Source: an optimization exercise on an open RTL-to-GDS flow (aim: small area, a short achievable clock period and few clock cycles per item). Production flows keep margins and buffers that such runs may drop.
Where RTL was checked, it was by simulation tests only, not by an equivalence proof against the original.
Function not checked in run 2: the RTL went through the layout flow alone.

## flow/design.v (module list and top-level ports; edited modules follow where they fit)
// module tau_arith: 2525 lines
module tau_arith (
    input  wire        clk,
    input  wire        rst,           
    input  wire        in_valid,
    output wire        in_ready,
    input  wire        in_fn,         
    input  wire [63:0] in_a,
    input  wire [63:0] in_b,
    output reg         out_valid,
    output reg  [63:0] out_result,
    output reg         out_range
);
  // ...
==> flow/flow/run.sh <==
#!/bin/bash
# The standard layout, with repair_timing asked for more setup slack than the
# clock period needs (so that it sizes the critical paths up), and the port
# buffers made with sky130_fd_sc_hd__buf_2.
set -euo pipefail
bash standard.sh SETUP_SLACK_MARGIN=8 "BUFFER_PORTS_ARGS=-buffer_cell sky130_fd_sc_hd__buf_2" finish > standard_make.log 2>&1
==> flow/standard.sh <==
#!/bin/bash
# synth_recipe.tcl (not shown) runs the flow's synth.tcl, then flattens the netlist and writes it again
# the make line also repeats each setting of config.mk as NAME=value (left out here)
make -C /OpenROAD-flow-scripts/flow DESIGN_CONFIG=/design/flow/config.mk WORK_HOME=/design/flow/orfs CLKGATE_MAP_FILE= SYNTH_SCRIPT=/design/flow/synth_recipe.tcl "${@:-finish}"
==> flow/config.mk <==
export PLATFORM = sky130hd
export DESIGN_NAME = tau_arith
export DESIGN_NICKNAME = tau_arith
export VERILOG_FILES = /design/flow/design.v
export SDC_FILE = /design/flow/constraint.sdc
export NUM_CORES = 4
export LEC_CHECK = 0
export CAP_MARGIN = 20
export CORE_MARGIN = 2
export CORE_UTILIZATION = 40
export SLEW_MARGIN = 20
==> flow/constraint.sdc <==
create_clock -name core_clock -period 14.0 [get_ports {clk}]
set_input_delay 2.8000 -clock core_clock [delete_from_list [all_inputs] [get_ports {clk}]]
set_output_delay 2.8000 -clock core_clock [all_outputs]
set_load 0.01 [all_outputs]
==> results.json, run 1 <==
{
  "clkSinkCount": 344,
  "outcome": "no timing/DRC/antenna violations",
  "seq_area_frac_synth_pct": 25.82,
  "met3_usage_pct": 4.938,
  "period_needed_ps": 5891,
  "finalCritPeriodShare_pct": 42.08,
  "chipWidth_um": 280.9,
  "grt_first_pass_wirelength_um": 162900,
  "fin_skew_ps": 46.06,
  "insertion_delay_ps": 610,
  "worst_pin_slew_ps": 907.9,
  "grtUsageMet2_pct": 43.86,
  "largest_reg_flops": 64,
  "crit_path_end": "w_r[18]",
  "yosys.area_share.adder_pct": 29.57,
  "multi_input_cells": 2438,
  "netlist_top_cells_area": "fa_1, dfxtp_1, edfxtp_1, ha_1, inv_1",
  "routed-wl-met2_um": 49060,
  "clock_path_buffers": 3,
  "max_freq_ghz": 0.1698,
  "synth_ff_type": "dfxtp_1",
  "min_from": "w_lo[4]"
}
Testbench counts, summed over its fixed seeds: cycles 32,152, items 16,000.
==> inputs of run 2 (changes only) <==
--- a/flow/design.v
+++ b/flow/design.v
@@ -2477,18 +2477,19 @@
         end else if (s1_m3) begin
             r_init   = {3'b0, u_v[32:15]};
             dq_init  = {u_v[14:0], 20'd0};
         end else begin
             r_init   = u_v[55:35];
             dq_init  = u_v[34:0];
         end
     end
-    wire [5:0]  pl    = {1'b0, sec_b[4:0]} + {1'b0, d};
-    wire [31:0] sec_v = {pl[5] ? ph1 : ph0, pl[4:0]};
+    wire [4:0]  pl    = sec_b[4:0] + d;
+    wire        pcy   = ge[6'd32 - {1'b0, sec_b[4:0]}];
+    wire [31:0] sec_v = {pcy ? ph1 : ph0, pl};
     always @(posedge clk) begin
         if (last) begin
             out_result <= {sec_v, 2'b00, r_step, w_lo};
             out_range  <= 1'b0;
         end else begin
             out_result <= {w_sec, w_x, w_r, w_lo};
             out_range  <= w_rng;
         end
==> results.json, run 2 <==
{
  "outcome": "no timing/DRC/antenna violations",
  "path_delay_family": "adder cells",
  "dpl.hpwl_um": 86250,
  "grtUsageMet2_pct": 47.13,
  "hp-class": "reg -> reg",
  "critical_path.slowest_cell": "fa_2",
  "chipWidth_um": 279.4,
  "seq_area_frac_synth_pct": 26.10,
  "synthTopCellsByCount": "inv_1, fa_1, dfxtp_1",
  "top_regs": "out_result: 64 flops, dq: 35 flops",
  "grt_first_pass_wirelength_um": 165100,
  "met3_usage_pct": 5.346,
  "cts_tree": "yes",
  "rsz0062_at_grt": "true",
  "synth_top_family_by_area": "adder cells",
  "place_congestion": 1.022,
  "areaGrowthSynthToFinish_pct": 21.16,
  "layout_common_cells": "inv_1, fa_1, nand2_1, dfxtp_1, nor2_1",
  "rows": 100,
  "cts_buffers": 43,
  "drt_pass1_iterations": 9,
  "setup_viol": 0,
  "syn_inst": 3269,
  "port_buffers": 198,
  "wire_per_inst_um": 24.23,
  "drc": 0,
  "final_common_cell": "inv_1",
  "synth_top_area_share_pct": 20.85,
  "synth_area_sq_um": 30340,
  "insertion_delay_ps": 590,
  "path_clk_slew_ps": 60,
  "grtUsageTotal_pct": 28.07,
  "clkSinkCount": 344,
  "avgSynthCellArea_sq_um": 9.280,
  "finalCritPeriodShare_pct": 43.09,
  "synth_cell_types": 96,
  "synth_most_common_cell": "inv_1",
  "drt_iter0_drc": 2926,
  "busiest_layer": "met2",
  "synth_ff_type": "dfxtp_1",
  "layout.nets": 4244,
  "worst_ep_arrival_time_ps": 6320,
  "grt_remaining_overflow": 0,
  "root_buffer": "clkbuf_16",
  "routed_wl_um": 111000,
  "synth_seq_cells": 344,
  "async_flop_share_pct": 0,
  "critPathMaxFanout": 5,
  "worstPathBufferInverterCount": 3,
  "fp.coreArea_sq_um": 74820,
  "slew_headroom_pct": 24.04,
  "slew_viol_final": 0,
  "cp_data_required_time_ps": 14290,
  "fin_area_sq_um": 36760,
  "yosys_warnings": 1,
  "cap_violations": 0,
  "yosysTopAreaCell": "fa_1",
  "grt_max_degree": 97,
  "synth_compound_area_share_pct": 16.75,
  "holdWs_ps": 345.3,
  "dieArea_sq_um": 78060,
  "vias_per_cell": 5.757,
  "gr-usage-met1_pct": 34.45,
  "drive_gt1_share_pct": 22.43,
  "netlist_top_cells_area": "fa_1, dfxtp_1, edfxtp_1, ha_1, inv_1",
  "vias": 26370,
  "drtAntennaViolNets": 0,
  "worstPathCellList": "buf_6 > fa_1 > inv_2 > fa_2 > inv_2 > fa_2 > fa_2 > fa_1 > ha_4 > a21oi_2 > o21ai_1 > a21o_1 > a21oi_2 > o21ai_1 > a221o_1 > a31oi_4 > o21ai_4 > a21oi_1 > o31ai_1 > xnor2_2 > o221ai_1",
  "synthMuxAreaShare_pct": 0.7094,
  "period_needed_ps": 6033,
  "fin_setup_tns_ps": 0,
  "h-tree-depth": 2,
  "largest-register": "out_result",
  "max_freq_ghz": 0.1658,
  "die_h_um": 279.4,
  "crit_top_cell": "fa_2",
  "path_class": "reg -> reg",
  "post_dp_cell_area_sq_um": 32280,
  "largest_reg_flops": 64,
  "cp-start-kind": "register",
  "synth_edf_count": 103,
  "antenna_found_initial": 5,
  "synth_fp_nets": 3936,
  "start_util_pct": 40.55,
  "synthSimpleGateAreaFrac_pct": 14.43,
  "worst_pin_slew_ps": 1136,
  "yosys.area_share.adder_pct": 29.88,
  "cpPeakStageDelay_ps": 550,
  "hold_viol": 0,
  "fin_skew_ps": 22.96,
  "endpoint_kind": "register",
  "yosys.area_share.xor_xnor_pct": 4.966,
  "io_pins": 199,
  "grt_pass1_vias": 26500,
  "clock_path_buffers": 3
}
-- run 2: cells by family after synthesis --
| logic type | Yosys count |
|---|---|
| xor gates and xnor gates | 172 |
| muxes | 20 |
| AOI/OAI and AO/OA | 762 |
| and+or+nand+nor | 871 |
| buffers and inverters | 565 |
| DFF | 344 |
| adders and majority gates | 535 |
-- run 2: cell type report --
cell class	instances	area [sq um]
well taps	969	1212
clock inverters	16	217.7
multi-input cells	2360	21570
fillers	7103	38070
diodes	1	2.502
inverters	434	1717
repair buffers	394	2689
flip-flops and latches	344	8014
clock buffers	63	1336
-- run 2: final timing paths --
path	cells past startpoint	start	slack (ps)	end
worst max register to register	21	s1_d[15]	7970	w_r[8]
worst min register to register	0	w_lo[4]	350	out_result[4]
worst max-delay path	21	s1_d[15]	7970	w_r[8]
worst min-delay path	0	w_lo[4]	350	out_result[4]
-- run 2: routing by layer --
metal / wire length, um / share of wire [%]
met3: 9135 / 8.2
met1: 42750 / 39
met5: 0 / 0
met2: 52110 / 47
met4: 7017 / 6.3
-- run 2: what timing repair did --
item / CTS / global route
endpoints found under the setup margin: 75 / 60
pin swaps: 30 / 97
buffers inserted: 95 / 65
cloned: 0 / 2
hold endpoints to repair: 0 / 0
hold buffers: 0 / 0
resized for setup: 166 / 232
-- run 2: metrics by stage --
step,instances,worst slack [ps],util (%)
6_report,4581,7967,49.13
2_1_floorplan,3269,8065,-
3_5_place_dp,4339,6720,43.14
4_1_cts,4513,7912,47.09
5_1_grt,4580,7831,49.12
3_3_place_gp,4339,6723,43.14

## re-timing with driven ports
The results above use ideal ports. As a check the final layouts listed here were re-extracted and re-timed, cells and wires unchanged.
Step 1: set_driving_cell puts a clkbuf_16 on clk and a buf_2 on each other input, an assumption about the parent block.
Step 2, shift: input delay + t, output delay - t, t = (earliest + latest rising clock arrival at the registers) / 2. This alone moves slack from input paths to output paths.
Slacks: ideal / step 1 / step 2; pairs: ideal / step 1.
run | t, ns | setup WS [ns] | cell pins on the clock port's net
run 1 | 0.651 | 8.109 / 8.109 / 7.746 | 1
run 2 | 0.651 | 7.967 / 7.967 / 7.581 | 1
After both steps every run listed still meets setup and hold. For run 2, which loses most, drivers alone change the setup slack by 0.000 ns; drivers and shift together by -0.386 ns.
